Source: an optimization exercise on an open RTL-to-GDS flow (aim: small area, a short achievable clock period and few clock cycles). Production flows keep margins and buffers that such runs may drop.
In this exercise RTL edits were held to simulation tests only and were not proved equivalent to the original.
Power is estimated from default activity; no workload was simulated.

==> flow/design.v <==
module hive_div (
    input  wire        clk,
    input  wire        rst,
    input  wire        in_valid,
    output wire        in_ready,
    input  wire [1:0]  in_op,
    input  wire [31:0] in_a,
    input  wire [31:0] in_b,
    output reg         out_valid,
    output wire [31:0] out_result
);
    reg        rdy;                  
    reg        p1, p2, it, fx;
    reg        sgn, is_mod, sa, sb;  
    reg [31:0] R;                    
    reg [31:0] Q;                    
    reg [32:0] D;                    
    reg [4:0]  cnt;
    reg        sa_f, inv_f, frc_f, cin_f;
    reg        cin, frc_x;           
    assign in_ready   = rdy;
    assign out_result = Q;
    function [5:0] msb;
        input [31:0] x;
        reg [15:0] v1; reg [15:0] p1_;
        reg [7:0]  v2; reg [15:0] p2_;
        reg [3:0]  v3; reg [11:0] p3_;
        reg [1:0]  v4; reg [7:0]  p4_;
        integer i;
        begin
            for (i = 0; i < 16; i = i + 1) begin
                v1[i]  = x[2*i+1] | x[2*i];
                p1_[i] = x[2*i+1];
            end
            for (i = 0; i < 8; i = i + 1) begin
                v2[i]        = v1[2*i+1] | v1[2*i];
                p2_[2*i+:2]  = v1[2*i+1] ? {1'b1, p1_[2*i+1]} : {1'b0, p1_[2*i]};
            end
            for (i = 0; i < 4; i = i + 1) begin
                v3[i]        = v2[2*i+1] | v2[2*i];
                p3_[3*i+:3]  = v2[2*i+1] ? {1'b1, p2_[4*i+2+:2]} : {1'b0, p2_[4*i+:2]};
            end
            for (i = 0; i < 2; i = i + 1) begin
                v4[i]        = v3[2*i+1] | v3[2*i];
                p4_[4*i+:4]  = v3[2*i+1] ? {1'b1, p3_[6*i+3+:3]} : {1'b0, p3_[6*i+:3]};
            end
            msb = {v4[1] | v4[0], v4[1] ? {1'b1, p4_[7:4]} : {1'b0, p4_[3:0]}};
        end
    endfunction
    wire [31:0] a      = R;
    wire [31:0] b      = D[31:0];
    wire        e      = sa && sb;
    wire        sdiff  = sa ^ sb;
    wire [5:0]  ma     = msb(a ^ {32{sa}});
    wire [5:0]  mb     = msb(b ^ {32{sb}});
    wire [6:0]  la     = (ma[5] ? {2'b00, ma[4:0]} + 7'd1 : 7'd0) + {6'd0, e};
    wire [6:0]  lb     = {2'b00, mb[4:0]} + 7'd1;
    wire [6:0]  nd     = la - lb;
    wire        a_zero = (a == 32'd0);
    wire        b_zero = (b == 32'd0);
    wire        ovf    = sgn && (a == 32'h8000_0000) && (b == 32'hFFFF_FFFF);
    wire        spec   = b_zero || ovf;
    wire        zr     = spec || a_zero;
    wire        skip   = nd[6] || zr;
    wire        addb   = sdiff && !zr;   
    wire [31:0] spec_q = ovf ? 32'h7FFF_FFFF :
                         !sgn ? 32'hFFFF_FFFF :
                         a[31] ? 32'h8000_0000 : 32'h7FFF_FFFF;
    wire [31:0] lo     = {a[30:0], 1'b0};
    wire [31:0] z1     = lo | (lo << 1);
    wire [31:0] z2     = z1 | (z1 << 2);
    wire [31:0] z4     = z2 | (z2 << 4);
    wire [31:0] z8     = z4 | (z4 << 8);
    wire [31:0] zl     = z8 | (z8 << 16);       
    wire [31:0] M      = a ^ ({32{sb}} & ~zl) ^ {32{sa}};
    wire [32:0] Dc     = {1'b1, b ^ {32{!sb}}};
    wire [32:0] Dsh    = (Dc << cnt) | ({33{!sb}} & ~({33{1'b1}} << cnt));
    wire [32:0] Y      = D | {33{frc_x}};
    wire [34:0] sum_c  = {2'b00, R, 1'b1} + {1'b0, Y, cin};    
    wire [33:0] sum    = sum_c[34:1];
    wire        fits   = sum[33];
    wire        last   = (cnt == 5'd0);
    always @(posedge clk) begin
        if (rst) begin
            rdy       <= 1'b1;
            p1        <= 1'b0;
            p2        <= 1'b0;
            it        <= 1'b0;
            fx        <= 1'b0;
            out_valid <= 1'b0;
        end else begin
            out_valid <= fx;
            if (rdy) begin
                fx  <= 1'b0;
                if (in_valid) begin
                    rdy <= 1'b0;
                    p1  <= 1'b1;
                end
            end
            if (p1) begin
                p1 <= 1'b0;
                if (skip) begin
                    fx  <= 1'b1;
                    rdy <= 1'b1;
                end else begin
                    p2  <= 1'b1;
                end
            end
            if (p2) begin
                p2 <= 1'b0;
                it <= 1'b1;
            end
            if (it && last) begin
                it  <= 1'b0;
                fx  <= 1'b1;
                rdy <= 1'b1;
            end
        end
        if (rdy) begin
            R       <= in_a;
            D[31:0] <= in_b;
            sgn     <= !in_op[0];
            is_mod  <= in_op[1];
            sa      <= !in_op[0] && in_a[31];
            sb      <= !in_op[0] && in_b[31];
        end
        if (p1) begin
            if (spec)
                R <= 32'd0;
            Q     <= spec ? spec_q : {32{addb}};
            cnt   <= nd[4:0];
            sa_f  <= sa && !skip;
            inv_f <= sdiff;
            frc_f <= (sa == sb);
            cin_f <= !e;
            cin   <= skip ? !addb : !sb;
            frc_x <= skip && !addb;
        end
        if (fx)
            frc_x <= 1'b0;
        if (p2) begin
            R <= M;
            D <= Dsh;
        end
        if (it) begin
            if (fits)
                R <= sum[31:0];
            Q <= {Q[30:0], fits ^ inv_f};
            if (!last) begin
                D   <= {D[32], D[32:1]};
                cnt <= cnt - 5'd1;
            end else begin
                cin   <= cin_f;
                frc_x <= frc_f;
            end
        end
        if (fx && is_mod)
            Q <= sum[31:0] ^ {32{sa_f}};
    end
endmodule
==> flow/run.sh <==
#!/bin/bash
# synth_recipe.tcl (not shown) runs the flow's synth.tcl, then flattens the netlist and writes it again
# the make line also repeats each setting of config.mk as NAME=value (left out here)
make -C /OpenROAD-flow-scripts/flow DESIGN_CONFIG=/design/flow/config.mk WORK_HOME=/design/flow/orfs CLKGATE_MAP_FILE= SYNTH_SCRIPT=/design/flow/synth_recipe.tcl finish
==> flow/config.mk <==
export PLATFORM = sky130hd
export DESIGN_NAME = hive_div
export DESIGN_NICKNAME = hive_div
export VERILOG_FILES = /design/flow/design.v
export SDC_FILE = /design/flow/constraint.sdc
export NUM_CORES = 4
export LEC_CHECK = 0
export CAP_MARGIN = 20
export CORE_MARGIN = 2
export CORE_UTILIZATION = 40
export PLACE_DENSITY = 0.6
export SETUP_SLACK_MARGIN = 5
export SLEW_MARGIN = 20
==> flow/constraint.sdc <==
create_clock -name core_clock -period 10.0 [get_ports {clk}]
set_input_delay 2.0000 -clock core_clock [delete_from_list [all_inputs] [get_ports {clk}]]
set_output_delay 2.0000 -clock core_clock [all_outputs]
set_load 0.01 [all_outputs]
==> impl_metrics.csv, run 1 <==
group,metric,value,unit
setup_path,crit_fanout,57,
setup_path,path_cells,"buf_4, buf_12, and2_1, a221oi_1, o21ai_0, a221oi_1, o21ai_0, a22oi_1, a21oi_1, o221ai_1, fa_1, fa_1, nor2b_1, o21ai_0, nand2b_1, a211oi_1, or3_1, mux2i_1, mux2i_1, mux2_2",
placed_design,dp_hpwl,30.47,mm
cts,cts_hold_buf,0,
sta,hold_ws,0.4503,ns
route,firstDrtPassIters,8,
grt,grt_pass1_wl,66.22,mm
power,clkPwrFrac,16.8,%
sta,fmax,209.7,MHz
power,ir_drop,0.1241,mV
cts,clock-sinks,118,
die,ios,103,
route,postRouteAntennaNets,0,
setup_path,crit_required,10.33,ns
die,die_area,33140,um^2
power,switching_share,48.36,%
sta,hold_viol_final,0,
sta,slew_viol_final,0,
run_status,status,"no timing/DRC/antenna violations",
final_layout,final_util,45.88,%
final_layout,fin_nets,1738,
grt,grt_max_degree,65,
sta,timing.final.ws_setup,5.230,ns
final_layout,instances_no_fill,2038,
setup_path,critPathMaxStageDelay,0.47,ns
route,drc,0,
sta,skew,0.01475,ns
logic_synthesis,yosysWarnings,1,
die,std_cell_rows,65,
sta,post-route-period-util,47.70,%
power,power.switching,1.980,mW
logic_synthesis,syn_inst,1643,
power,combPwrFrac,62.9,%
setup_path,path_buf_inv,2,
cts,cts_tree,"yes",
power,leakage,5.393,nW
grt,grt_usage,25.40,%
final_layout,layout-drive-gt1-share,11.19,%
logic_synthesis,yosysUniqueCellTypes,78,
die,die_w,182.1,um
cts,clk_pin_slew,0.06,ns
placed_design,dp_slack,5.004,ns
final_layout,area_growth,13.59,%
setup_path,cp_top_family,"compound AO/OA/AOI/OAI gates",
setup_path,endpoint_kind,"register",
setup_path,crit_arrival,5.10,ns
route,drt-total-wl,42.34,mm
power,power.internal,2.114,mW
logic_synthesis,syn-num-nets,1758,
cts,post_cts_buffers,0,
logic_synthesis,synth_ff_type,"dfxtp_1",
setup_path,start_kind,"register",
cts,cts.path.max_buffers,2,
logic_synthesis,ys_seq_area_share,21.86,%
min_path,hold_class,"reg -> reg",
route,vias,12324,
power,power_per_cell_area,284.2,nW/um^2
logic_synthesis,syn_area,12680,um^2
setup_path,cp_common_cell,"o21ai_0",
cts,cts_made_buffers,17,
route,drt_iter0_markers,1150,
die,core,31390,um^2
placed_design,gp_congestion,0.9165,
sta,slew_headroom,34.47,%
route,viasPerCell,6.047,
grt,grt_pass1_vias,11700,
sta,final-setup-viol-count,0,
setup_path,crit_slowest_cell,"fa_1",
route,wl_per_cell,20.78,um
cts,cts_root_buffer,"clkbuf_16",
cts,cts_max_level,4,
die,start_util,40.39,%
logic_synthesis,ys_seq_elements,118,
die,die_h,182.1,um
power,seqPwrFrac,20.3,%
sta,finalSetupTns,0,ns
sta,rsz0062_at_grt,"yes",
grt,antenna_found_initial,0,
grt,gr-total-overflow,0,
sta,tightest_slew,0.9819,ns
final_layout,n_antenna_cell,0,
logic_synthesis,synth_area_per_cell,7.718,um^2
logic_synthesis,async_flop_share,0,%
cts,clk-insertion-delay-late,0.45,ns
flow_run,cap_violations,0,
setup_path,criticalPathCategory,"reg -> reg",
logic_synthesis,synth_edf_count,41,
sta,period_needed,4.770,ns
placed_design,dp_cells,2006,
placed_design,port_buffers,102,
-- power groups by stage --
| stage | Sequential [mW] | Clock [mW] | Combinational, mW |
|---|---|---|---|
| finish | 0.833 | 0.686 | 2.58 |
| global route | 0.856 | 0.713 | 2.81 |
| floorplan | 0.683 | 0 | 2.01 |
| detailed placement | 0.838 | 0 | 2.52 |
| global placement | 0.833 | 0 | 2.51 |
| CTS | 0.828 | 0.696 | 2.54 |
-- registers in the layout, indices dropped and copies added (netlist names), 5 cells and up --
signal / flops
cnt: 5
D: 33
R: 32
Q: 32
-- worst reg2reg max path: cells and delay by family, from the launching register on --
kind / cells / cell delay [ns]
AND/OR/NAND/NOR: 4 / 0.89
multiplexers: 3 / 0.52
adder cells (fa/ha/maj): 2 / 0.94
buffers and inverters: 2 / 0.72
flip-flops: 1 / 0.33
AO/OA/AOI/OAI: 9 / 1.27
-- Yosys cell counts (all sizes together) (4+ instances only) --
cell,count,area (um^2)
nand2,160,600.6
o31a,4,35.03
buf,27,128.9
xor2,47,411.6
mux2,45,506.7
nand2b,13,81.33
nand3,31,155.2
dfxtp,77,1541
a211oi,20,150.1
a311oi,6,52.55
and2,16,100.1
o221ai,14,122.6
mux4,22,495.5
a31oi,17,106.4
o22ai,13,81.33
nand4,7,50.05
a22oi,5,37.54
or4,9,75.07
nor4,12,126.4
xnor2,112,980.9
o211ai,27,202.7
nor3,28,145.1
ha,43,538.0
clkbuf,134,503.0
o31ai,5,37.54
o21ai,155,775.7
o21a,5,37.54
nor2,116,437.9
or3,17,106.4
mux2i,56,560.5
and3,15,93.84
a21o,14,105.1
or2,42,262.8
a21oi,130,650.6
nor2b,23,143.9
inv,44,165.2
o21bai,10,75.07
a221oi,33,289.0
edfxtp,41,1231
-- placed cells by master, fill, tap and decap left out, types with 45 or more instances in the layout --
cell type        instances
xnor2_1                112
a21oi_1                128
o21ai_0                154
mux2i_1                 56
nor2_1                 114
mux2_2                  45
xor2_1                  47
nand2_1                160
clkdlybuf4s50_1        102
dfxtp_1                 71
-- path summary, 6_finish.rpt --
kind,end,slack [ns],cells after the start,startpoint
setup / recovery,cin,5.23,20,sb
hold / removal,frc_x,0.45,2,frc_f
setup reg to reg,cin,5.23,20,sb
hold reg to reg,frc_x,0.45,2,frc_f
-- final cells by class --
| cell class | instances | area, um^2 |
|---|---|---|
| Timing Repair Buffer | 122 | 1187 |
| Clock buffer | 18 | 429.2 |
| Tap cell | 402 | 503.0 |
| Fill cell | 3149 | 16990 |
| Multi-Input combinational cell | 1319 | 9131 |
| Sequential cell | 118 | 2783 |
| Inverter | 45 | 171.4 |
| Clock inverter | 14 | 198.9 |
-- cell families (layout without fill, tap and decap cells) --
family | Yosys count | count (layout) | share of synthesized area (%)
xor+xnor | 161 | 161 | 11.34
simple gates | 498 | 498 | 19.36
flops | 118 | 118 | 21.86
compound gates | 491 | 491 | 24.09
mux | 123 | 123 | 12.32
fa+ha+maj | 46 | 46 | 4.716
buf+inv | 206 | 199 | 6.315
-- what timing repair did --
action	in CTS	in global routing
pin swaps	0	0
setup endpoints to repair	1	14
gates resized for setup	1	9
-- through the flow --
stage | instance area (um^2) | total power [mW]
finish | 14400 | 4.094
global placement | 13750 | 3.344
floorplan | 12680 | 2.695
global route | 14400 | 4.375
CTS | 14380 | 4.060
detailed placement | 13750 | 3.356
-- metal layers --
layer / vias up / track usage (%) / routed length, um
li1: 5901 / - / -
met1: 5871 / 33.98 / 18870
met2: 477 / 41.71 / 19570
met3: 75 / 3.792 / 2569
met4: 0 / 9.129 / 1337
met5: - / 0 / 0
Testbench counts, summed over its fixed seeds: cycles 72,373.
==> run 2: changes to the inputs <==
--- a/flow/config.mk
+++ b/flow/config.mk
@@ -9,5 +9,4 @@
 export CORE_MARGIN = 2
 export CORE_UTILIZATION = 40
 export PLACE_DENSITY = 0.6
-export SETUP_SLACK_MARGIN = 5
 export SLEW_MARGIN = 20
==> impl_metrics.csv, run 2 <==
group,metric,value,unit
run_status,status,"no timing/DRC/antenna violations",
sta,slew_viol_final,0,
setup_path,critPathMaxStageDelay,0.65,ns
placed_design,gp_congestion,0.9165,
cts,cts.path.max_buffers,2,
power,power_per_cell_area,284.3,nW/um^2
logic_synthesis,synth_ff_type,"dfxtp_1",
setup_path,reg2reg_from,"sb",
sta,tightest_slew,0.9920,ns
sta,hold_viol_final,0,
final_layout,layout-drive-gt1-share,11.00,%
cts,cts_tree,"yes",
setup_path,endpoint_kind,"register",
cts,cts_made_buffers,17,
route,drc,0,
logic_synthesis,ys_seq_elements,118,
cts,cts_hold_buf,0,
placed_design,dp_hpwl,30.47,mm
logic_synthesis,syn_area,12680,um^2
sta,post-route-period-util,50.99,%
logic_synthesis,synth_common_cells,"nand2_1 (160), o21ai_0 (154), clkbuf_1 (134), a21oi_1 (130), nor2_1 (115)",
logic_synthesis,synth_edf_count,41,
logic_synthesis,yosysWarnings,1,
route,viasPerCell,6.043,
die,die_w,182.1,um
logic_synthesis,syn_inst,1643,
logic_synthesis,yosysUniqueCellTypes,78,
grt,grt_usage,25.40,%
logic_synthesis,synth_top_area_share,12.16,%
logic_synthesis,async_flop_share,0,%
logic_synthesis,ys_seq_area_share,21.86,%
sta,skew,0.01365,ns
min_path,hp-start,"frc_f",
power,leakage,5.387,nW
setup_path,path_cells,"buf_4, buf_4, o21ai_0, o21ai_0, nor2_1, nand2_1, o21ai_0, a22oi_1, o221ai_1, fa_1, fa_1, nor2b_1, o21ai_0, nand2b_1, a211oi_1, or3_1, mux2i_1, mux2i_1, mux2_2",
die,die_area,33140,um^2
setup_path,crit_slowest_cell,"buf_4",
final_layout,largest_reg_flops,33,
cts,clock-sinks,118,
sta,period_needed,5.099,ns
cts,clk_pin_slew,0.07,ns
min_path,whs_path_depth,2,
setup_path,criticalPathCategory,"reg -> reg",
grt,antenna_found_initial,0,
setup_path,crit_arrival,5.43,ns
grt,gr-total-overflow,0,
route,firstDrtPassIters,5,
logic_synthesis,synthMostInstantiatedCell,"nand2_1",
setup_path,start_kind,"register",
cts,clk-insertion-delay-late,0.44,ns
logic_synthesis,yosysTopAreaCell,"dfxtp_1",
sta,slew_headroom,33.80,%
min_path,hold_class,"reg -> reg",
logic_synthesis,synth_area_per_cell,7.718,um^2
sta,finalSetupTns,0,ns
final_layout,largest-register,"D",
final_layout,final_util,45.81,%
cts,cts_max_level,4,
setup_path,reg2reg_to,"cin",
final_layout,most-common-layout-cells,"nand2_1 (160), o21ai_0 (154), a21oi_1 (128)",
cts,cts_resized,0,
route,postRouteAntennaNets,0,
die,ios,103,
logic_synthesis,syn-num-nets,1758,
setup_path,r2r_setup_slack,4.90,ns
logic_synthesis,synth_area_leaders,"dfxtp_1 (12%), edfxtp_1 (9.7%), xnor2_1 (7.7%)",
setup_path,reg2regPathDepth,19,
power,ir_drop,0.1236,mV
cts,post_cts_buffers,0,
grt,grt_max_degree,65,
die,std_cell_rows,65,
min_path,hold_end,"frc_x",
final_layout,fin_nets,1738,
route,wl_per_cell,20.75,um
cts,cts_root_buffer,"clkbuf_16",
die,start_util,40.39,%
final_layout,n_antenna_cell,0,
route,drt_iter0_markers,1151,
sta,final-setup-viol-count,0,
final_layout,layout_commonest_cell,"nand2_1",
setup_path,cp_common_cell,"o21ai_0",
setup_path,crit_required,10.33,ns
final_layout,area_growth,13.40,%
placed_design,port_buffers,102,
die,die_h,182.1,um
grt,grt_pass1_vias,11700,
route,vias,12316,
grt,grt_pass1_wl,66.22,mm
flow_run,cap_violations,0,
route,drt-total-wl,42.29,mm
sta,fmax,196.1,MHz
die,core,31390,um^2
final_layout,reg.largest.list,"D (33), Q (32), R (32)",
sta,rsz0062_at_grt,"no",
setup_path,crit_fanout,57,
==> run 2: cell counts after synthesis <==
No cell type changed its count.
==> run 2: metal layers <==
layer  wire length [um]  share of wire (%)  GRT usage (%)  vias to the layer above
met2              19540                 46          41.71                      444
li1                   -                  -              -                     5907
met3               2432                5.8          3.792                       80
met1              18990                 45          33.98                     5885
met5                  0                  0              0                        -
met4               1333                3.2          9.129                        0
==> run 2: cell families (layout without fill, tap and decap cells) <==
group,after synthesis,in the layout,synth area share (%)
buffers and inverters,206,199,6.315
and+or+nand+nor,498,498,19.36
DFF,118,118,21.86
AOI/OAI and AO/OA,491,491,24.09
adders and majority gates,46,46,4.716
xor gates and xnor gates,161,161,11.34
muxes,123,123,12.32
==> run 2: layout make-up <==
type	instances	area [um^2]
Clock inverter	14	198.9
Sequential cell	118	2780
Tap cell	402	503.0
Inverter	45	168.9
Timing Repair Buffer	122	1171
Fill cell	3154	17010
Clock buffer	18	429.2
Multi-Input combinational cell	1319	9129
==> run 2: metrics by stage <==
stage	hold WS [ns]	cells	power, mW	cell area (um^2)	worst slack (ns)
global route	0.4857	2038	4.373	14380	4.476
CTS	0.4575	2038	4.060	14380	4.992
finish	0.4517	2038	4.088	14380	4.901
global placement	0.4299	2006	3.344	13750	5.087
detailed placement	0.4354	2006	3.356	13750	5.004
floorplan	0.4176	1643	2.695	12680	5.208
==> run 2: worst max-delay path: cells and delay by family, from the launching register on <==
kind,cells,cell delay [ns]
AOI/OAI and AO/OA,7,1.21
buffers and inverters,2,0.98
and+or+nand+nor,5,0.97
adders and majority gates,2,0.94
muxes,3,0.53
DFF,1,0.33
==> run 2: worst max path at each step <==
stage / start / endpoint / slack [ns] / cells past startpoint
after floorplan: sb / cin / 5.21 / 20
after global placement: sb / cin / 5.09 / 19
after detailed placement: sb / cin / 5.00 / 20
after CTS: sb / cin / 4.99 / 20
after global routing: sb / cin / 4.48 / 19
final: sb / cin / 4.90 / 19
==> run 2: report_power, final <==
part           internal (mW)  leakage [nW]  switching, mW
logic                   1.08          4.05           1.48
registers              0.607          1.03          0.224
clock network          0.420         0.305          0.267
==> run 3: changes to the inputs <==
--- a/flow/design.v
+++ b/flow/design.v
@@ -16,8 +16,8 @@
     reg [31:0] Q;                    
     reg [32:0] D;                    
     reg [4:0]  cnt;
-    reg        sa_f, inv_f, frc_f, cin_f;
-    reg        cin, frc_x;           
+    reg        inv_f, frc_f, cfx_f, xfx_f, fxw;
+    reg        cin, frc_x, xinv;     
     assign in_ready   = rdy;
     assign out_result = Q;
     function [5:0] msb;
@@ -49,10 +49,11 @@
     endfunction
     wire [31:0] a      = R;
     wire [31:0] b      = D[31:0];
+    wire [31:0] bx     = b ^ {32{sb}};
     wire        e      = sa && sb;
     wire        sdiff  = sa ^ sb;
     wire [5:0]  ma     = msb(a ^ {32{sa}});
-    wire [5:0]  mb     = msb(b ^ {32{sb}});
+    wire [5:0]  mb     = msb(bx);
     wire [6:0]  la     = (ma[5] ? {2'b00, ma[4:0]} + 7'd1 : 7'd0) + {6'd0, e};
     wire [6:0]  lb     = {2'b00, mb[4:0]} + 7'd1;
     wire [6:0]  nd     = la - lb;
@@ -63,22 +64,21 @@
     wire        zr     = spec || a_zero;
     wire        skip   = nd[6] || zr;
     wire        addb   = sdiff && !zr;   
-    wire [31:0] spec_q = ovf ? 32'h7FFF_FFFF :
+    wire [31:0] spec_q = is_mod ? 32'd0 :
+                         ovf ? 32'h7FFF_FFFF :
                          !sgn ? 32'hFFFF_FFFF :
                          a[31] ? 32'h8000_0000 : 32'h7FFF_FFFF;
-    wire [31:0] lo     = {a[30:0], 1'b0};
-    wire [31:0] z1     = lo | (lo << 1);
-    wire [31:0] z2     = z1 | (z1 << 2);
-    wire [31:0] z4     = z2 | (z2 << 4);
-    wire [31:0] z8     = z4 | (z4 << 8);
-    wire [31:0] zl     = z8 | (z8 << 16);       
-    wire [31:0] M      = a ^ ({32{sb}} & ~zl) ^ {32{sa}};
-    wire [32:0] Dc     = {1'b1, b ^ {32{!sb}}};
-    wire [32:0] Dsh    = (Dc << cnt) | ({33{!sb}} & ~({33{1'b1}} << cnt));
+    wire        fill   = !sb;
+    wire [32:0] s0     = {1'b1, ~bx};
+    wire [32:0] s1     = cnt[0] ? {s0[31:0], fill}        : s0;
+    wire [32:0] s2     = cnt[1] ? {s1[30:0], {2{fill}}}   : s1;
+    wire [32:0] s3     = cnt[2] ? {s2[28:0], {4{fill}}}   : s2;
+    wire [32:0] s4     = cnt[3] ? {s3[24:0], {8{fill}}}   : s3;
+    wire [32:0] Dsh    = cnt[4] ? {s4[16:0], {16{fill}}}  : s4;
     wire [32:0] Y      = D | {33{frc_x}};
     wire [34:0] sum_c  = {2'b00, R, 1'b1} + {1'b0, Y, cin};    
-    wire [33:0] sum    = sum_c[34:1];
-    wire        fits   = sum[33];
+    wire        fits   = sum_c[34];
+    wire [31:0] X      = sum_c[32:1] ^ {32{xinv}};
     wire        last   = (cnt == 5'd0);
     always @(posedge clk) begin
         if (rst) begin
@@ -124,37 +124,41 @@
             sa      <= !in_op[0] && in_a[31];
             sb      <= !in_op[0] && in_b[31];
         end
+        if (p2 || (it && fits))
+            R <= X;
+        if (p2)
+            D <= Dsh;
+        if (it && !last)
+            D <= {D[32], D[32:1]};
+        if (p1)
+            Q <= spec ? spec_q : {32{addb}};
+        if (it)
+            Q <= {Q[30:0], fits ^ inv_f};
+        if (fx && fxw)
+            Q <= X;
         if (p1) begin
-            if (spec)
-                R <= 32'd0;
-            Q     <= spec ? spec_q : {32{addb}};
             cnt   <= nd[4:0];
-            sa_f  <= sa && !skip;
             inv_f <= sdiff;
-            frc_f <= (sa == sb);
-            cin_f <= !e;
+            frc_f <= is_mod && (sa == sb);
+            cfx_f <= !e;
+            xfx_f <= sa;
+            fxw   <= is_mod && !spec;
+            frc_x <= !skip || !addb;
             cin   <= skip ? !addb : !sb;
-            frc_x <= skip && !addb;
+            xinv  <= !skip && sa;
         end
-        if (fx)
+        if (p2) begin
             frc_x <= 1'b0;
-        if (p2) begin
-            R <= M;
-            D <= Dsh;
+            xinv  <= 1'b0;
         end
         if (it) begin
-            if (fits)
-                R <= sum[31:0];
-            Q <= {Q[30:0], fits ^ inv_f};
-            if (!last) begin
-                D   <= {D[32], D[32:1]};
+            if (!last)
                 cnt <= cnt - 5'd1;
-            end else begin
-                cin   <= cin_f;
+            else begin
                 frc_x <= frc_f;
+                cin   <= cfx_f;
+                xinv  <= xfx_f;
             end
         end
-        if (fx && is_mod)
-            Q <= sum[31:0] ^ {32{sa_f}};
     end
 endmodule
--- a/flow/config.mk
+++ b/flow/config.mk
@@ -9,4 +9,5 @@
 export CORE_MARGIN = 2
 export CORE_UTILIZATION = 40
 export PLACE_DENSITY = 0.6
+export SETUP_SLACK_MARGIN = 5
 export SLEW_MARGIN = 20
==> impl_metrics.csv, run 3 <==
group,metric,value,unit
logic_synthesis,yosysTopAreaCell,"edfxtp_1",
logic_synthesis,synth_edf_count,106,
final_layout,area_growth,15.18,%
die,ios,103,
setup_path,r2r_setup_slack,5.34,ns
sta,period_needed,4.661,ns
cts,cts_max_level,4,
die,die_w,174.3,um
logic_synthesis,yosysWarnings,1,
logic_synthesis,ys_seq_elements,120,
power,clkPwrFrac,19.8,%
route,drt-total-wl,33.98,mm
power,leakage,5.019,nW
power,power,3.483,mW
final_layout,reg.largest.list,"D (33), Q (32), R (32)",
logic_synthesis,syn_inst,1330,
power,power_per_cell_area,260.6,nW/um^2
logic_synthesis,syn_area,11600,um^2
sta,fmax,214.6,MHz
cts,cts_tree,"yes",
setup_path,critPathMaxStageDelay,0.46,ns
sta,hold_viol_final,0,
sta,rsz0062_at_grt,"no",
logic_synthesis,synth_top_area_share,27.44,%
setup_path,path_buf_inv,2,
setup_path,path_cells,"clkbuf_8, inv_4, mux2i_1, o21ai_0, a21boi_0, o22ai_1, o21ai_0, a21boi_0, o221ai_1, a21oi_1, fa_1, fa_1, nor2b_1, o21ai_0, nand2b_1, a221o_1, nand2_1, o221ai_1, o21ai_0, mux2_2",
sta,finalSetupTns,0,ns
sta,post-route-period-util,46.61,%
final_layout,layout-drive-gt1-share,10.68,%
cts,cts_made_buffers,17,
final_layout,most-common-layout-cells,"nand2_1 (151), edfxtp_1 (106), clkdlybuf4s50_1 (102)",
grt,grt_pass1_wl,54.48,mm
setup_path,start_kind,"register",
sta,tightest_slew,1.107,ns
die,die_h,174.3,um
setup_path,cp_common_cell,"o21ai_0",
flow_run,cap_violations,0,
sta,timing.final.ws_setup,5.339,ns
cts,clock-sinks,120,
sta,hold_ws,0.4811,ns
logic_synthesis,yosysUniqueCellTypes,77,
final_layout,n_antenna_cell,0,
placed_design,port_buffers,102,
power,power.internal,1.945,mW
power,switching_share,44.17,%
sta,skew,0.01815,ns
placed_design,dp_hpwl,24.13,mm
cts,post_cts_buffers,0,
logic_synthesis,synth_area_leaders,"edfxtp_1 (27%), xnor2_1 (6.9%), mux2i_1 (6.3%)",
setup_path,crit_fanout,75,
grt,grt_pass1_vias,10007,
cts,cts.path.max_buffers,2,
final_layout,multi_input_area,7383,um^2
sta,final-setup-viol-count,0,
grt,gr-total-overflow,0,
placed_design,dp_slack,4.973,ns
route,wl_per_cell,19.31,um
route,vias,10152,
logic_synthesis,synth_area_per_cell,8.723,um^2
power,combPwrFrac,55.7,%
final_layout,fin_nets,1474,
route,drc,0,
logic_synthesis,ys_seq_area_share,29.85,%
setup_path,endpoint_kind,"register",
run_status,status,"no timing/DRC/antenna violations",
route,viasPerCell,5.768,
cts,clk_pin_slew,0.07,ns
setup_path,crit_required,10.33,ns
final_layout,largest_reg_flops,33,
logic_synthesis,synth_common_cells,"nand2_1 (151), edfxtp_1 (106), a21oi_1 (92), xnor2_1 (91), o21ai_0 (76)",
sta,slew_viol_final,0,
min_path,hold_class,"reg -> reg",
die,core,28630,um^2
setup_path,criticalPathCategory,"reg -> reg",
setup_path,crit_slowest_cell,"fa_1",
final_layout,largest-register,"D",
logic_synthesis,syn-num-nets,1441,
die,die_area,30380,um^2
cts,cts_root_buffer,"clkbuf_16",
die,start_util,40.53,%
die,std_cell_rows,62,
final_layout,layout_commonest_cell,"nand2_1",
cts,clk-insertion-delay-late,0.44,ns
setup_path,cp_top_family,"compound AO/OA/AOI/OAI gates",
grt,grt_usage,22.61,%
route,drt_iter0_markers,847,
route,postRouteAntennaNets,0,
placed_design,gp_congestion,0.9013,
logic_synthesis,async_flop_share,0,%
final_layout,seq_area,3468,um^2
logic_synthesis,synth_ff_type,"edfxtp_1",
power,seqPwrFrac,24.5,%
sta,slew_headroom,26.18,%
setup_path,crit_arrival,4.99,ns
logic_synthesis,synthMostInstantiatedCell,"nand2_1",
grt,antenna_found_initial,0,
power,power.switching,1.538,mW
power,ir_drop,0.1679,mV
cts,cts_hold_buf,0,
final_layout,fillers,2753,
route,firstDrtPassIters,5,
grt,grt_max_degree,76,
run 3: changes by cell type after synthesis, moves of 24 or more:
cell	before	now
a21oi_1	130	92
o21ai_0	154	76
edfxtp_1	41	106
mux2_2	45	8
nor2_1	115	72
a22oi_1	5	29
clkbuf_1	134	63
dfxtp_1	77	14
a221oi_1	33	0
xor2_1	47	18
run 3: cell families after synthesis:
group	synth area share, %
DFF	29.85
xor gates and xnor gates	8.229
buffers and inverters	6.547
AOI/OAI and AO/OA	19.66
adders and majority gates	4.724
and+or+nand+nor	18.09
muxes	12.90
run 3: what timing repair did:
| action | in CTS | in global routing |
|---|---|---|
| gates resized for setup | 1 | 3 |
| pin swaps | 0 | 0 |
| cloned | 0 | 0 |
| setup endpoints to repair | 1 | 4 |
run 3: stage by stage:
stage | util, % | instance area (um^2) | std cells
5_1_grt | 46.68 | 13360 | 1760
3_3_place_gp | 44.45 | 12720 | 1728
6_report | 46.68 | 13360 | 1760
2_1_floorplan | - | 11600 | 1330
4_1_cts | 46.66 | 13360 | 1760
3_5_place_dp | 44.45 | 12720 | 1728
run 3: worst paths after layout:
check,startpoint,end,cells past startpoint
setup / recovery,sb,cin,20
hold / removal,xfx_f,xinv,1
setup reg to reg,sb,cin,20
hold reg to reg,xfx_f,xinv,1
run 3: final cells by class:
type,instances,share of cell area (%)
repair buffers,120,8.699
inverters,63,1.789
clock inverters,15,1.517
flip-flops and latches,120,25.96
clock buffers,17,3.184
multi-input cells,1041,55.26
well taps,384,3.596
run 3: layer usage:
metal,global-route usage [%],wire length (um),vias up
li1,-,-,4929
met1,29.98,15300,4846
met2,37.25,15970,325
met3,3.434,1715,52
met4,8.508,1000,0
met5,0,0,-
run 3: power by group through the flow:
stage | clock network (mW) | registers (mW) | logic (mW)
2_1_floorplan | 0 | 0.725 | 1.61
3_3_place_gp | 0 | 0.857 | 1.90
6_report | 0.689 | 0.853 | 1.94
5_1_grt | 0.717 | 0.876 | 2.13
3_5_place_dp | 0 | 0.859 | 1.91
4_1_cts | 0.700 | 0.851 | 1.93
Testbench counts of run 3, summed over its fixed seeds: cycles 72,373.
==> run 4: changes to the inputs <==
--- a/flow/design.v
+++ b/flow/design.v
@@ -12,6 +12,7 @@
     reg        rdy;                  
     reg        p1, p2, it, fx;
     reg        sgn, is_mod, sa, sb;  
+    reg        sax, sbx, nsb, ee;    
     reg [31:0] R;                    
     reg [31:0] Q;                    
     reg [32:0] D;                    
@@ -49,26 +50,24 @@
     endfunction
     wire [31:0] a      = R;
     wire [31:0] b      = D[31:0];
-    wire [31:0] bx     = b ^ {32{sb}};
-    wire        e      = sa && sb;
+    wire [31:0] bx     = b ^ {32{sbx}};
     wire        sdiff  = sa ^ sb;
-    wire [5:0]  ma     = msb(a ^ {32{sa}});
+    wire [31:0] ax     = ee ? {~a[30:0], 1'b1} : (a ^ {32{sax}});
+    wire [5:0]  ma     = msb(ax);
     wire [5:0]  mb     = msb(bx);
-    wire [6:0]  la     = (ma[5] ? {2'b00, ma[4:0]} + 7'd1 : 7'd0) + {6'd0, e};
-    wire [6:0]  lb     = {2'b00, mb[4:0]} + 7'd1;
-    wire [6:0]  nd     = la - lb;
+    wire [5:0]  nd     = {1'b0, ma[4:0]} - {1'b0, mb[4:0]};    
     wire        a_zero = (a == 32'd0);
     wire        b_zero = (b == 32'd0);
     wire        ovf    = sgn && (a == 32'h8000_0000) && (b == 32'hFFFF_FFFF);
     wire        spec   = b_zero || ovf;
     wire        zr     = spec || a_zero;
-    wire        skip   = nd[6] || zr;
+    wire        skip   = nd[5] || !ma[5] || zr;
     wire        addb   = sdiff && !zr;   
     wire [31:0] spec_q = is_mod ? 32'd0 :
                          ovf ? 32'h7FFF_FFFF :
                          !sgn ? 32'hFFFF_FFFF :
                          a[31] ? 32'h8000_0000 : 32'h7FFF_FFFF;
-    wire        fill   = !sb;
+    wire        fill   = nsb;
     wire [32:0] s0     = {1'b1, ~bx};
     wire [32:0] s1     = cnt[0] ? {s0[31:0], fill}        : s0;
     wire [32:0] s2     = cnt[1] ? {s1[30:0], {2{fill}}}   : s1;
@@ -123,6 +122,10 @@
             is_mod  <= in_op[1];
             sa      <= !in_op[0] && in_a[31];
             sb      <= !in_op[0] && in_b[31];
+            sax     <= !in_op[0] && in_a[31];
+            sbx     <= !in_op[0] && in_b[31];
+            nsb     <= !(!in_op[0] && in_b[31]);
+            ee      <= !in_op[0] && in_a[31] && in_b[31];
         end
         if (p2 || (it && fits))
             R <= X;
@@ -140,7 +143,7 @@
             cnt   <= nd[4:0];
             inv_f <= sdiff;
             frc_f <= is_mod && (sa == sb);
-            cfx_f <= !e;
+            cfx_f <= !(sa && sb);
             xfx_f <= sa;
             fxw   <= is_mod && !spec;
             frc_x <= !skip || !addb;
==> impl_metrics.csv, run 4 <==
group,metric,value,unit
sta,hold_ws,0.4548,ns
die,die_h,177.7,um
sta,timing.final.ws_setup,5.415,ns
logic_synthesis,syn_inst,1398,
route,met3_length,3.007,mm
logic_synthesis,yosysTopAreaCell,"edfxtp_1",
placed_design,dp_slack,5.440,ns
route,postRouteAntennaNets,0,
power,power,4.190,mW
die,die_area,31580,um^2
route,maxUsedRoutingLayer,"met4",
sta,period_needed,4.585,ns
die,die_w,177.7,um
route,drc,0,
die,core,29720,um^2
route,viasPerCell,5.964,
route,wl_met1,17.60,mm
grt,grt_pass1_vias,10317,
grt,grt_max_degree,78,
flow_run,cap_violations,0,
route,drt_iter0_markers,1165,
sta,post-route-period-util,45.85,%
final_layout,layout_commonest_cell,"nand2_1",
cts,cts_made_buffers,17,
sta,final-setup-viol-count,0,
logic_synthesis,yosysWarnings,1,
setup_path,path_cells,"buf_4, nor2b_2, a22o_1, a22o_1, nand2_1, o221ai_1, o21ai_0, a211oi_1, nor3_1, o32ai_1, ha_1, nor2b_1, o21ai_0, a21boi_0, o21ai_0, a21oi_1, o31ai_2, a21oi_1, a22o_1",
cts,clk-insertion-delay-late,0.44,ns
die,start_util,40.62,%
logic_synthesis,ys_seq_elements,122,
setup_path,criticalPathCategory,"reg -> reg",
sta,hold_viol_final,0,
grt,antenna_found_initial,3,
setup_path,crit_required,10.32,ns
sta,fmax,218.1,MHz
logic_synthesis,synth_area_per_cell,8.635,um^2
sta,finalSetupTns,0,ns
logic_synthesis,async_flop_share,0,%
sta,slew_viol_final,0,
route,vias,10914,
setup_path,crit_fanout,36,
setup_path,start_kind,"register",
power,leakage,5.176,nW
die,std_cell_rows,63,
logic_synthesis,syn-num-nets,1508,
setup_path,endpoint_kind,"register",
final_layout,final_util,46.52,%
final_layout,fillers,2886,
route,wl_met2,18.36,mm
placed_design,dp_cells,1797,
logic_synthesis,syn_area,12070,um^2
placed_design,place_area,13220,um^2
sta,skew,0.01733,ns
cts,clock-sinks,122,
logic_synthesis,synth_common_cells,"nand2_1 (139), edfxtp_1 (108), o21ai_0 (104), nor2_1 (84)",
route,wl_per_cell,21.82,um
cts,cts.path.max_buffers,2,
final_layout,largest_reg_flops,33,
placed_design,gp_congestion,0.9223,
setup_path,crit_slowest_cell,"nor2b_2",
route,firstDrtPassIters,6,
run_status,status,"no timing/DRC/antenna violations",
logic_synthesis,synth_top_area_share,26.87,%
sta,tightest_slew,1.064,ns
placed_design,port_buffers,102,
setup_path,crit_arrival,4.91,ns
grt,grt_pass1_wl,61.00,mm
setup_path,r2r_setup_slack,5.41,ns
setup_path,critPathMaxStageDelay,0.53,ns
cts,clk_pin_slew,0.06,ns
power,ir_drop,0.1331,mV
final_layout,layout-drive-gt1-share,13.41,%
logic_synthesis,yosysUniqueCellTypes,80,
final_layout,final_area,13820,um^2
final_layout,fin_nets,1536,
cts,cts_max_level,4,
logic_synthesis,synth_edf_count,108,
grt,grt_usage,25.48,%
placed_design,dp_hpwl,29.29,mm
min_path,hold_class,"reg -> reg",
power,power_per_cell_area,303.1,nW/um^2
final_layout,most-common-layout-cells,"nand2_1 (139), edfxtp_1 (108), o21ai_0 (104)",
sta,rsz0062_at_grt,"no",
final_layout,instances_no_fill,1830,
logic_synthesis,synth_ff_type,"edfxtp_1",
route,drt-total-wl,39.92,mm
cts,cts_root_buffer,"clkbuf_16",
grt,gr-total-overflow,0,
logic_synthesis,synth_area_leaders,"edfxtp_1 (27%), mux2i_1 (6.8%), xnor2_1 (5.9%)",
final_layout,largest-register,"D",
final_layout,reg.largest.list,"D (33), Q (32), R (32)",
die,ios,103,
final_layout,area_growth,14.51,%
sta,slew_headroom,28.40,%
logic_synthesis,ys_seq_area_share,29.19,%
logic_synthesis,synthMostInstantiatedCell,"nand2_1",
cts,cts_tree,"yes",
[run 4: cell families (layout without fill, tap and decap cells)]
logic type / after synthesis / in the layout / synth area share (%)
mux: 117 / 117 / 11.93
buf+inv: 176 / 217 / 6.229
xor+xnor: 106 / 106 / 7.691
fa+ha+maj: 41 / 41 / 4.374
simple gates: 428 / 428 / 17.53
other cells: 0 / 1 / 0
compound gates: 408 / 408 / 23.06
flops: 122 / 122 / 29.19
[run 4: worst paths after layout]
check | end | cells past startpoint | startpoint
worst max-delay path | xinv | 19 | sax
worst min-delay path | frc_x | 2 | frc_f
worst max register to register | xinv | 19 | sax
worst min register to register | frc_x | 2 | frc_f
[run 4: power breakdown]
group / leakage, nW / internal [mW] / switching [mW]
clock network: 0.283 / 0.394 / 0.257
registers: 1.18 / 0.716 / 0.298
logic: 3.71 / 1.08 / 1.45
[run 4: metal layers]
metal  vias up  GRT usage (%)
li1       5148              -
met5         -              0
met4         0          8.675
met3        50          5.591
met2       430          40.34
met1      5286          34.30
[run 4: cell type report]
class	count	area, um^2	area share [%]
antenna	1	2.502	0.01810
clock buffer	22	444.2	3.213
clock inverter	10	142.6	1.032
inverter	66	251.5	1.819
multi-input combinational	1100	7818	56.55
sequential	122	3528	25.52
tap	390	488.0	3.530
timing repair buffer	119	1149	8.309
[run 4: what timing repair did]
action / in CTS / in global routing
endpoints found under the setup margin: 0 / 5
buffers inserted: 0 / 0
gates resized for setup: 0 / 4
hold buffers: 0 / 0
[run 4: worst max-delay path, delay by kind of cell (launching register included)]
family,cells,cell delay [ns]
DFF,1,0.32
and+or+nand+nor,4,0.83
adders and majority gates,1,0.24
AOI/OAI and AO/OA,13,2.68
buffers and inverters,1,0.36
Testbench counts of run 4, summed over its fixed seeds: cycles 72,373.
==> run 5: changes to the inputs <==
--- a/flow/design.v
+++ b/flow/design.v
@@ -17,7 +17,7 @@
     reg [31:0] Q;                    
     reg [32:0] D;                    
     reg [4:0]  cnt;
-    reg        inv_f, frc_f, cfx_f, xfx_f, fxw;
+    reg        inv_f, frc_f, cfx_f, xfx_f, fxw, dv_f;
     reg        cin, frc_x, xinv;     
     assign in_ready   = rdy;
     assign out_result = Q;
@@ -109,12 +109,20 @@
                 p2 <= 1'b0;
                 it <= 1'b1;
             end
-            if (it && last) begin
-                it  <= 1'b0;
+            if ((p2 && last || it && cnt == 5'd1) && dv_f) begin
                 fx  <= 1'b1;
                 rdy <= 1'b1;
             end
+            if (it && last) begin
+                it  <= 1'b0;
+                if (!dv_f) begin
+                    fx  <= 1'b1;
+                    rdy <= 1'b1;
+                end
+            end
         end
+        if (p2 || (it && fits))
+            R <= X;
         if (rdy) begin
             R       <= in_a;
             D[31:0] <= in_b;
@@ -127,8 +135,6 @@
             nsb     <= !(!in_op[0] && in_b[31]);
             ee      <= !in_op[0] && in_a[31] && in_b[31];
         end
-        if (p2 || (it && fits))
-            R <= X;
         if (p2)
             D <= Dsh;
         if (it && !last)
@@ -146,6 +152,7 @@
             cfx_f <= !(sa && sb);
             xfx_f <= sa;
             fxw   <= is_mod && !spec;
+            dv_f  <= !is_mod;
             frc_x <= !skip || !addb;
             cin   <= skip ? !addb : !sb;
             xinv  <= !skip && sa;
==> impl_metrics.csv, run 5 <==
group,metric,value,unit
sta,post-route-period-util,42.03,%
logic_synthesis,yosysUniqueCellTypes,81,
cts,cts_tree,"yes",
placed_design,dp_hpwl,30.29,mm
run_status,status,"no timing/DRC/antenna violations",
power,clkPwrFrac,12.8,%
sta,fmax,237.9,MHz
logic_synthesis,syn_area,12200,um^2
logic_synthesis,synthMostInstantiatedCell,"nand2_1",
setup_path,r2r_setup_slack,5.80,ns
setup_path,endpoint_kind,"register",
power,seqPwrFrac,23.5,%
final_layout,layout_commonest_cell,"nand2_1",
final_layout,fin_nets,1560,
final_layout,fillers,2826,
power,ir_drop,0.1513,mV
logic_synthesis,syn_inst,1430,
final_layout,multi_input_area,7953,um^2
route,postRouteAntennaNets,0,
logic_synthesis,synth_area_leaders,"edfxtp_1 (27%), mux2i_1 (5.8%), xnor2_1 (5.8%)",
logic_synthesis,synth_area_per_cell,8.533,um^2
setup_path,reg2regPathDepth,16,
final_layout,largest-register,"D",
route,drt-total-wl,41.64,mm
grt,grt_max_degree,66,
placed_design,port_buffers,102,
final_layout,reg.largest.list,"D (33), Q (32), R (32)",
logic_synthesis,synth_top_area_share,26.83,%
cts,cts_root_buffer,"clkbuf_16",
sta,slew_viol_final,0,
logic_synthesis,ys_seq_elements,123,
setup_path,criticalPathCategory,"reg -> reg",
logic_synthesis,syn-num-nets,1541,
sta,hold_viol_final,0,
setup_path,reg2reg_from,"sbx",
final_layout,most-common-layout-cells,"nand2_1 (119), a21oi_1 (114), edfxtp_1 (109)",
flow_run,cap_violations,0,
setup_path,start_kind,"register",
sta,final-setup-viol-count,0,
route,firstDrtPassIters,7,
logic_synthesis,synth_ff_type,"edfxtp_1",
power,power.internal,2.678,mW
setup_path,crit_fanout,65,
logic_synthesis,async_flop_share,0,%
die,ios,103,
grt,grt_pass1_wl,64.05,mm
power,power,5.354,mW
grt,grt_usage,26.54,%
logic_synthesis,synth_edf_count,109,
sta,skew,0.01549,ns
cts,cts.path.max_buffers,2,
setup_path,reg2reg_to,"frc_x",
final_layout,area_growth,14.69,%
grt,antenna_found_initial,1,
die,die_h,178.7,um
logic_synthesis,yosysTopAreaCell,"edfxtp_1",
die,std_cell_rows,63,
die,die_area,31920,um^2
cts,clock-sinks,123,
logic_synthesis,synth_common_cells,"nand2_1 (120), a21oi_1 (115), edfxtp_1 (109), o21ai_0 (109), clkbuf_1 (85)",
sta,slew_headroom,27.40,%
route,drc,0,
die,start_util,40.84,%
cts,cts_made_buffers,17,
sta,finalSetupTns,0,ns
die,die_w,178.7,um
sta,tightest_slew,1.089,ns
grt,grt_pass1_vias,10573,
route,vias,11400,
cts,clk_pin_slew,0.06,ns
route,wl_per_cell,22.49,um
cts,clk-insertion-delay-late,0.46,ns
sta,rsz0062_at_grt,"no",
cts,cts_max_level,4,
power,leakage,5.157,nW
logic_synthesis,yosysWarnings,1,
final_layout,n_antenna_cell,0,
cts,post_cts_buffers,0,
final_layout,seq_area,3558,um^2
cts,cts_hold_buf,0,
min_path,hp-start,"xfx_f",
route,drt_iter0_markers,1368,
power,power_per_cell_area,382.6,nW/um^2
power,combPwrFrac,63.7,%
route,viasPerCell,6.156,
grt,gr-total-overflow,0,
setup_path,crit_arrival,4.52,ns
die,core,29870,um^2
power,switching_share,49.99,%
min_path,hold_class,"reg -> reg",
setup_path,crit_required,10.31,ns
logic_synthesis,ys_seq_area_share,29.12,%
sta,period_needed,4.203,ns
cts,cts_resized,0,
setup_path,startpoint,"sbx",
power,power.switching,2.676,mW
final_layout,layout-drive-gt1-share,11.15,%
setup_path,cp-endpoint,"frc_x",
placed_design,gp_congestion,0.9330,
final_layout,largest_reg_flops,33,
-- run 5: cell count changes after synthesis, moves of 8 or more --
cell / delta
a21oi_1: +35
a21oi_2: -56
a22o_1: -10
clkbuf_1: +19
mux2i_1: -11
nand2_1: -19
nor3b_1: +10
o211ai_1: -8
o21ai_1: +15
o22ai_1: +9
-- run 5: layout make-up --
| cell class | instances | area share [%] |
|---|---|---|
| clock buffers | 21 | 3.755 |
| clock inverters | 11 | 0.8225 |
| inverters | 59 | 1.582 |
| multi-input cells | 1131 | 56.83 |
| flip-flops and latches | 123 | 25.43 |
| well taps | 390 | 3.487 |
| repair buffers | 117 | 8.100 |
-- run 5: cell families after synthesis --
logic type      share of synthesized area, %
mux                                    11.73
buf+inv                                5.845
compound gates                         22.60
fa+ha+maj                              4.430
simple gates                           18.52
flops                                  29.12
xor+xnor                               7.752
-- run 5: critical path: stages (launching register included) --
cell and delay, ns:
edfxtp_1 0.33, buf_4 0.65, inv_2 0.43, mux2i_1 0.30, o21ai_0 0.20, o21bai_1 0.21
a31oi_1 0.20, o21bai_1 0.13, o2111a_1 0.16, ha_1 0.27, a21o_1 0.17, a21oi_1 0.22
o21bai_1 0.10, a21o_1 0.18, and3_1 0.17, nor3b_1 0.20, o41ai_1 0.11
-- run 5: through the flow --
step                      hold WS (ns)  setup slack, ns  cells  area, um^2  utilization [%]
after floorplan                 0.4124            5.840   1430       12200                -
after global placement          0.4311            6.029   1820       13350            44.70
after detailed placement        0.4319            5.944   1820       13350            44.70
after CTS                       0.4454            5.922   1852       13990            46.84
after global routing            0.4773            5.551   1852       13990            46.84
final                           0.4518            5.797   1852       13990            46.84
-- run 5: power by group through the flow --
stage	clock network (mW)	registers, mW	logic, mW
global route	0.709	1.29	3.72
CTS	0.683	1.25	3.36
finish	0.684	1.26	3.41
detailed placement	0	1.26	3.32
global placement	0	1.26	3.33
floorplan	0	0.963	2.64
-- run 5: layer usage --
metal  GRT usage (%)  routed length (um)  vias up
met5               0                  10        -
met3           4.813                3271       77
met4           8.604                1028        2
li1                -                   -     5317
met2           38.84               18350      479
met1           39.28               18980     5525
-- run 5: how the worst min path moves through the flow --
| stage | to | slack [ns] | cells past startpoint |
|---|---|---|---|
| after floorplan | frc_x | 0.41 | 2 |
| after global placement | xinv | 0.43 | 2 |
| after detailed placement | xinv | 0.43 | 2 |
| after CTS | xinv | 0.45 | 2 |
| after global routing | xinv | 0.48 | 2 |
| final | xinv | 0.45 | 2 |
Testbench counts of run 5, summed over its fixed seeds: cycles 70,102.
==> run 6: changes to the inputs <==
==> flow/flow/run.sh (new file) <==
#!/bin/bash
# The standard layout, with timing repair aimed at a shorter period than the
# clock's: repair_timing treats any path with less than 7 ns of slack at the
# 10 ns clock as failing. Constraints and clock are the design's own.
set -euo pipefail
bash standard.sh finish SETUP_SLACK_MARGIN=7 > flow_make.log 2>&1
==> flow/standard.sh (new file) <==
#!/bin/bash
# synth_recipe.tcl (not shown) runs the flow's synth.tcl, then flattens the netlist and writes it again
# the make line also repeats each setting of config.mk as NAME=value (left out here)
make -C /OpenROAD-flow-scripts/flow DESIGN_CONFIG=/design/flow/config.mk WORK_HOME=/design/flow/orfs CLKGATE_MAP_FILE= SYNTH_SCRIPT=/design/flow/synth_recipe.tcl "${@:-finish}"
--- a/flow/config.mk
+++ b/flow/config.mk
@@ -9,5 +9,4 @@
 export CORE_MARGIN = 2
 export CORE_UTILIZATION = 40
 export PLACE_DENSITY = 0.6
-export SETUP_SLACK_MARGIN = 5
 export SLEW_MARGIN = 20
removed: flow/run.sh
==> impl_metrics.csv, run 6 <==
group,metric,value,unit
run_status,status,"no timing/DRC/antenna violations",
grt,grt_max_degree,66,
route,firstDrtPassIters,6,
grt,grt_usage,28.05,%
logic_synthesis,yosysUniqueCellTypes,81,
cts,cts_max_level,4,
min_path,hold_class,"reg -> reg",
grt,grt_pass1_wl,67.65,mm
logic_synthesis,syn-num-nets,1541,
logic_synthesis,synth_ff_type,"edfxtp_1",
setup_path,start_kind,"register",
grt,gr-total-overflow,0,
final_layout,fin_nets,1711,
sta,tightest_slew,1.104,ns
power,leakage,6.243,nW
logic_synthesis,yosysWarnings,1,
placed_design,dp_hpwl,29.17,mm
placed_design,port_buffers,102,
sta,slew_viol_final,0,
power,power,6.342,mW
die,std_cell_rows,63,
power,power_per_cell_area,390.9,nW/um^2
sta,period_needed,3.637,ns
logic_synthesis,synth_edf_count,109,
cts,cts_tree,"yes",
logic_synthesis,synth_area_per_cell,8.533,um^2
sta,fmax,275.0,MHz
placed_design,dp_slack,5.797,ns
flow_run,cap_violations,0,
sta,timing.final.ws_setup,6.363,ns
grt,antenna_found_initial,0,
final_layout,n_antenna_cell,0,
logic_synthesis,syn_inst,1430,
cts,clock-sinks,123,
sta,post-route-period-util,36.37,%
sta,final-setup-viol-count,0,
route,drt-total-wl,45.67,mm
route,drt_iter0_markers,1194,
route,wl_per_cell,22.80,um
sta,skew,0.01099,ns
cts,clk-insertion-delay-late,0.44,ns
logic_synthesis,yosysTopAreaCell,"edfxtp_1",
final_layout,layout-drive-gt1-share,29.45,%
die,die_h,178.7,um
sta,slew_headroom,26.40,%
setup_path,crit_required,10.30,ns
die,core,29870,um^2
setup_path,criticalPathCategory,"reg -> reg",
cts,cts.path.max_buffers,2,
sta,rsz0062_at_grt,"yes",
sta,hold_viol_final,0,
route,drc,0,
die,die_w,178.7,um
route,postRouteAntennaNets,0,
logic_synthesis,ys_seq_area_share,29.12,%
logic_synthesis,syn_area,12200,um^2
setup_path,crit_arrival,3.94,ns
power,ir_drop,0.2874,mV
logic_synthesis,ys_seq_elements,123,
grt,grt_pass1_vias,11325,
logic_synthesis,async_flop_share,0,%
logic_synthesis,synthMostInstantiatedCell,"nand2_1",
logic_synthesis,synth_area_leaders,"edfxtp_1 (27%), mux2i_1 (5.8%), xnor2_1 (5.8%)",
final_layout,largest-register,"D",
cts,clk_pin_slew,0.07,ns
route,viasPerCell,6.146,
setup_path,endpoint_kind,"register",
final_layout,area_growth,32.96,%
sta,finalSetupTns,0,ns
logic_synthesis,synth_common_cells,"nand2_1 (120), a21oi_1 (115), edfxtp_1 (109), o21ai_0 (109), clkbuf_1 (85)",
placed_design,gp_congestion,0.8991,
final_layout,most-common-layout-cells,"buf_4 (128), nand2_1 (116), edfxtp_1 (109)",
logic_synthesis,synth_top_area_share,26.83,%
final_layout,reg.largest.list,"D (33), Q (32), R (32)",
cts,cts_root_buffer,"clkbuf_16",
setup_path,crit_fanout,4,
route,vias,12310,
die,die_area,31920,um^2
die,ios,103,
final_layout,layout_commonest_cell,"buf_4",
die,start_util,40.84,%
final_layout,largest_reg_flops,33,
cts,cts_made_buffers,17,
-- run 6: cell counts after synthesis --
Identical to the previous run, type by type.
-- run 6: final timing paths --
check,endpoint,depth (start not counted),start,slack (ns)
worst max-delay path,frc_x,14,D[20],6.36
worst max register to register,frc_x,14,D[20],6.36
worst min-delay path,xinv,2,xfx_f,0.44
worst min register to register,xinv,2,xfx_f,0.44
-- run 6: stage by stage --
step	area, um^2	hold WS, ns	instances	utilization [%]
after global placement	13460	0.4281	1818	45.06
after detailed placement	13460	0.4310	1818	45.06
after floorplan	12380	0.4124	1430	-
after global routing	16220	0.4805	2003	54.30
final	16220	0.4375	2003	54.30
after CTS	15370	0.4412	1950	51.43
-- run 6: what timing repair did --
action / CTS / global route
pin swaps: 33 / 43
setup endpoints to repair: 185 / 182
cloned: 6 / 2
hold buffers: 0 / 0
setup buffers: 94 / 50
resized for setup: 251 / 103
-- run 6: cell type report --
| class | instances | area, um^2 |
|---|---|---|
| clock buffer | 21 | 525.5 |
| clock inverter | 11 | 90.09 |
| fill | 2655 | 13650 |
| inverter | 59 | 229.0 |
| multi-input combinational | 1135 | 8944 |
| sequential | 123 | 3565 |
| tap | 390 | 488.0 |
| timing repair buffer | 264 | 2382 |
-- run 6: critical path, stage by stage, from the launching register on --
cell and delay, ns:
edfxtp_1 0.51, or4_1 0.65, o21ai_0 0.34, nand2_1 0.16, a31oi_1 0.21, o21bai_1 0.14, o2111a_1 0.17, ha_1 0.26
a21o_1 0.19, a21oi_2 0.17, o21bai_1 0.08, a21o_1 0.20, and3_4 0.18, nor3b_2 0.16, o41ai_1 0.09
-- run 6: power breakdown --
part           switching (mW)  internal, mW  total (mW)
Sequential              0.381         0.814        1.20
Combinational            2.40          2.09        4.49
Clock                   0.274         0.383       0.656
Total                    3.05          3.29        6.34
-- run 6: cells by family after synthesis --
group	Yosys count	synth area share (%)
buf+inv	176	5.845
fa+ha+maj	42	4.430
mux	112	11.73
xor+xnor	108	7.752
flops	123	29.12
simple gates	438	18.52
compound gates	431	22.60
-- run 6: layer usage --
metal	part of all wire, %	wire length, um	GRT usage [%]
met2	45	20550	41.94
met5	0	0	0
met3	8.2	3747	6.764
met1	44	20150	39.24
met4	2.7	1221	10.33
==> run 7: changes to the inputs <==
--- a/flow/design.v
+++ b/flow/design.v
@@ -12,7 +12,7 @@
     reg        rdy;                  
     reg        p1, p2, it, fx;
     reg        sgn, is_mod, sa, sb;  
-    reg        sax, sbx, nsb, ee;    
+    reg        nsb, ee;              
     reg [31:0] R;                    
     reg [31:0] Q;                    
     reg [32:0] D;                    
@@ -48,17 +48,16 @@
             msb = {v4[1] | v4[0], v4[1] ? {1'b1, p4_[7:4]} : {1'b0, p4_[3:0]}};
         end
     endfunction
-    wire [31:0] a      = R;
-    wire [31:0] b      = D[31:0];
-    wire [31:0] bx     = b ^ {32{sbx}};
+    wire        e      = sa && sb;
     wire        sdiff  = sa ^ sb;
-    wire [31:0] ax     = ee ? {~a[30:0], 1'b1} : (a ^ {32{sax}});
+    wire [31:0] ax     = ee ? {~R[30:0], 1'b1} : R;
     wire [5:0]  ma     = msb(ax);
-    wire [5:0]  mb     = msb(bx);
+    wire [5:0]  mb     = msb(~D[31:0]);
     wire [5:0]  nd     = {1'b0, ma[4:0]} - {1'b0, mb[4:0]};    
-    wire        a_zero = (a == 32'd0);
-    wire        b_zero = (b == 32'd0);
-    wire        ovf    = sgn && (a == 32'h8000_0000) && (b == 32'hFFFF_FFFF);
+    wire        a_zero = (R == 32'd0) && !sa;
+    wire        d_ones = (D[31:0] == 32'hFFFF_FFFF);          
+    wire        b_zero = d_ones && !sb;
+    wire        ovf    = d_ones && sb && (R == 32'h8000_0000);
     wire        spec   = b_zero || ovf;
     wire        zr     = spec || a_zero;
     wire        skip   = nd[5] || !ma[5] || zr;
@@ -66,9 +65,9 @@
     wire [31:0] spec_q = is_mod ? 32'd0 :
                          ovf ? 32'h7FFF_FFFF :
                          !sgn ? 32'hFFFF_FFFF :
-                         a[31] ? 32'h8000_0000 : 32'h7FFF_FFFF;
+                         sa ? 32'h8000_0000 : 32'h7FFF_FFFF;
     wire        fill   = nsb;
-    wire [32:0] s0     = {1'b1, ~bx};
+    wire [32:0] s0     = D;
     wire [32:0] s1     = cnt[0] ? {s0[31:0], fill}        : s0;
     wire [32:0] s2     = cnt[1] ? {s1[30:0], {2{fill}}}   : s1;
     wire [32:0] s3     = cnt[2] ? {s2[28:0], {4{fill}}}   : s2;
@@ -124,14 +123,12 @@
         if (p2 || (it && fits))
             R <= X;
         if (rdy) begin
-            R       <= in_a;
-            D[31:0] <= in_b;
+            R       <= in_a ^ {32{!in_op[0] && in_a[31] && !in_b[31]}};
+            D       <= {1'b1, in_b ^ {32{!(!in_op[0] && in_b[31])}}};
             sgn     <= !in_op[0];
             is_mod  <= in_op[1];
             sa      <= !in_op[0] && in_a[31];
             sb      <= !in_op[0] && in_b[31];
-            sax     <= !in_op[0] && in_a[31];
-            sbx     <= !in_op[0] && in_b[31];
             nsb     <= !(!in_op[0] && in_b[31]);
             ee      <= !in_op[0] && in_a[31] && in_b[31];
         end
@@ -154,8 +151,8 @@
             fxw   <= is_mod && !spec;
             dv_f  <= !is_mod;
             frc_x <= !skip || !addb;
-            cin   <= skip ? !addb : !sb;
-            xinv  <= !skip && sa;
+            cin   <= skip ? (!addb || sa) : !sb;
+            xinv  <= skip ? (addb && sa) : e;
         end
         if (p2) begin
             frc_x <= 1'b0;
==> flow/run.sh (new file) <==
#!/bin/bash
# synth_recipe.tcl (not shown) runs the flow's synth.tcl, then flattens the netlist and writes it again
# the make line also repeats each setting of config.mk as NAME=value (left out here)
make -C /OpenROAD-flow-scripts/flow DESIGN_CONFIG=/design/flow/config.mk WORK_HOME=/design/flow/orfs CLKGATE_MAP_FILE= SYNTH_SCRIPT=/design/flow/synth_recipe.tcl finish
--- a/flow/config.mk
+++ b/flow/config.mk
@@ -7,6 +7,7 @@
 export LEC_CHECK = 0
 export CAP_MARGIN = 20
 export CORE_MARGIN = 2
-export CORE_UTILIZATION = 40
-export PLACE_DENSITY = 0.6
+export CORE_UTILIZATION = 65
+export PLACE_DENSITY = 0.8
+export SETUP_SLACK_MARGIN = 5
 export SLEW_MARGIN = 20
removed: flow/flow/run.sh
removed: flow/standard.sh
==> impl_metrics.csv, run 7 <==
group,metric,value,unit
logic_synthesis,synth_ff_type,"edfxtp_1",
final_layout,most-common-layout-cells,"nand2_1 (167), nor2_1 (112), edfxtp_1 (109), a21oi_1 (109), clkdlybuf4s50_1 (102)",
power,power_per_cell_area,376.2,nW/um^2
logic_synthesis,synth_area_leaders,"edfxtp_1 (29%), xnor2_1 (7.3%), nand2_1 (5.6%)",
final_layout,reg.largest.list,"D (33), Q (32), R (32)",
route,firstDrtPassIters,7,
setup_path,endpoint_kind,"register",
die,core,17180,um^2
grt,grt_pass1_vias,9761,
logic_synthesis,synth_top_area_share,28.95,%
setup_path,crit_required,10.16,ns
logic_synthesis,synth_edf_count,109,
setup_path,critPathMaxStageDelay,0.88,ns
power,ir_drop,0.2134,mV
cts,clk_pin_slew,0.07,ns
route,drt-total-wl,33.60,mm
setup_path,crit_arrival,4.66,ns
cts,cts_hold_buf,0,
grt,antenna_found_initial,0,
final_layout,layout_commonest_cell,"nand2_1",
setup_path,crit_fanout,35,
setup_path,start_kind,"register",
logic_synthesis,synthMostInstantiatedCell,"nand2_1",
sta,rsz0062_at_grt,"no",
logic_synthesis,ys_seq_elements,123,
logic_synthesis,ys_seq_area_share,31.43,%
final_layout,largest_reg_flops,33,
sta,slew_viol_final,0,
cts,post_cts_buffers,0,
route,drt_iter0_markers,1401,
die,die_h,135.9,um
placed_design,port_buffers,102,
power,power.internal,2.495,mW
final_layout,largest-register,"D",
run_status,status,"no timing/DRC/antenna violations",
cts,clock-sinks,123,
cts,cts.path.max_buffers,2,
sta,hold_viol_final,0,
route,wl_per_cell,21.03,um
power,power.switching,2.397,mW
final_layout,area_growth,15.02,%
sta,tightest_slew,1.053,ns
route,postRouteAntennaNets,0,
grt,grt_pass1_wl,52.52,mm
route,drc,0,
cts,cts_made_buffers,17,
logic_synthesis,yosysUniqueCellTypes,72,
power,switching_share,49.00,%
sta,skew,0.01534,ns
grt,grt_max_degree,63,
die,ios,103,
cts,cts_max_level,4,
cts,cts_root_buffer,"clkbuf_16",
die,die_area,18460,um^2
route,viasPerCell,6.709,
setup_path,crit_slowest_cell,"a2111oi_0",
logic_synthesis,yosysTopAreaCell,"edfxtp_1",
final_layout,fin_nets,1471,
sta,period_needed,4.505,ns
min_path,hold_class,"reg -> reg",
sta,finalSetupTns,0,ns
setup_path,path_cells,"or2_2, ha_1, o21ai_0, o211ai_1, nand2_1, a2111oi_0, o21ai_0, a2111oi_0, or4_1, a31oi_1",
power,clkPwrFrac,12.8,%
grt,gr-total-overflow,0,
cts,cts_resized,0,
final_layout,final_util,75.71,%
placed_design,gp_congestion,0.9604,
sta,fmax,222.0,MHz
final_layout,layout-drive-gt1-share,10.12,%
power,leakage,4.762,nW
setup_path,criticalPathCategory,"reg -> reg",
die,die_w,135.9,um
final_layout,n_antenna_cell,0,
power,seqPwrFrac,24.1,%
sta,post-route-period-util,45.05,%
placed_design,dp_hpwl,23.34,mm
power,combPwrFrac,63.1,%
die,start_util,65.82,%
logic_synthesis,synth_area_per_cell,8.630,um^2
cts,clk-insertion-delay-late,0.44,ns
logic_synthesis,syn_area,11310,um^2
logic_synthesis,synth_common_cells,"nand2_1 (168), nor2_1 (112), a21oi_1 (109), edfxtp_1 (109), xnor2_1 (94)",
sta,slew_headroom,29.79,%
route,vias,10721,
logic_synthesis,syn_inst,1310,
grt,grt_usage,36.70,%
sta,final-setup-viol-count,0,
final_layout,fillers,1302,
die,std_cell_rows,48,
logic_synthesis,async_flop_share,0,%
flow_run,cap_violations,0,
cts,cts_tree,"yes",
logic_synthesis,syn-num-nets,1421,
logic_synthesis,yosysWarnings,1,
-- run 7: changes by cell type in the layout (fill, tap and decap cells not counted), moves of 26 or more --
cell / before / now
buf_4: 128 / 17
nand2_1: 116 / 167
nor2_1: 77 / 112
clkdlybuf4s50_1: 68 / 102
buf_2: 29 / 0
a22oi_1: 4 / 31
inv_1: 55 / 29
-- run 7: kinds of logic (layout without fill, tap and decap cells) --
family,count (synthesis),in the layout,share of synthesized area [%]
AOI/OAI and AO/OA,380,380,21.46
xor gates and xnor gates,126,126,9.761
adders and majority gates,42,42,4.781
buffers and inverters,119,182,4.028
DFF,123,123,31.43
muxes,88,88,10.91
and+or+nand+nor,432,432,17.63
-- run 7: through the flow --
step                setup WS (ns)  total power, mW  std cells  hold WS [ns]  instance area [um^2]
floorplan                   5.502            3.368       1310        0.4124                 11310
global route                5.208            5.209       1598        0.4929                 13000
finish                      5.495            4.892       1598        0.4547                 13000
global placement            5.793            4.099       1566        0.4218                 12420
CTS                         5.614            4.808       1598        0.4534                 13000
detailed placement          5.641            4.150       1566        0.4324                 12420
-- run 7: path summary, 6_finish.rpt --
kind | startpoint | end | slack (ns) | cells past startpoint
worst max-delay path | frc_x | Q[28] | 5.50 | 10
worst min-delay path | xfx_f | xinv | 0.45 | 2
worst max register to register | frc_x | Q[28] | 5.50 | 10
worst min register to register | xfx_f | xinv | 0.45 | 2
-- run 7: power by group through the flow --
stage | Clock, mW | Combinational (mW) | Sequential, mW
6_report | 0.626 | 3.09 | 1.18
5_1_grt | 0.643 | 3.36 | 1.20
4_1_cts | 0.627 | 3.02 | 1.17
3_5_place_dp | 0 | 2.98 | 1.17
3_3_place_gp | 0 | 2.93 | 1.17
2_1_floorplan | 0 | 2.38 | 0.992
-- run 7: layout make-up --
cell class                 instances  area [um^2]  area share [%]
clock buffer                      17        425.4           3.271
clock inverter                    15        151.4           1.164
inverter                          31        116.4          0.8948
multi-input combinational       1068         7318           56.28
sequential                       123         3562           27.39
tap                              225        281.5           2.165
timing repair buffer             119         1149           8.833
-- run 7: critical path: cells and delay by family, from the launching register on --
kind | cells | cell delay (ns)
AOI/OAI and AO/OA | 6 | 2.41
adders and majority gates | 1 | 0.35
DFF | 1 | 0.61
and+or+nand+nor | 3 | 0.85
-- run 7: layer usage --
layer | GRT usage (%) | up-vias | wire length (um)
met2 | 55.67 | 665 | 15070
li1 | - | 4937 | -
met3 | 8.464 | 60 | 3900
met1 | 52.27 | 5059 | 14030
met5 | 0 | - | 0
met4 | 11.75 | 0 | 604
Testbench counts of run 7, summed over its fixed seeds: cycles 70,102.

Re-timed with assumed drivers on the ports (clkbuf_16 on the clock, buf_2 on other inputs), run 7 has 5.495 ns of setup slack against 5.495 ns with ideal ports, and 5.495 ns once port delays also move by the mid clock arrival of 0.478 ns.
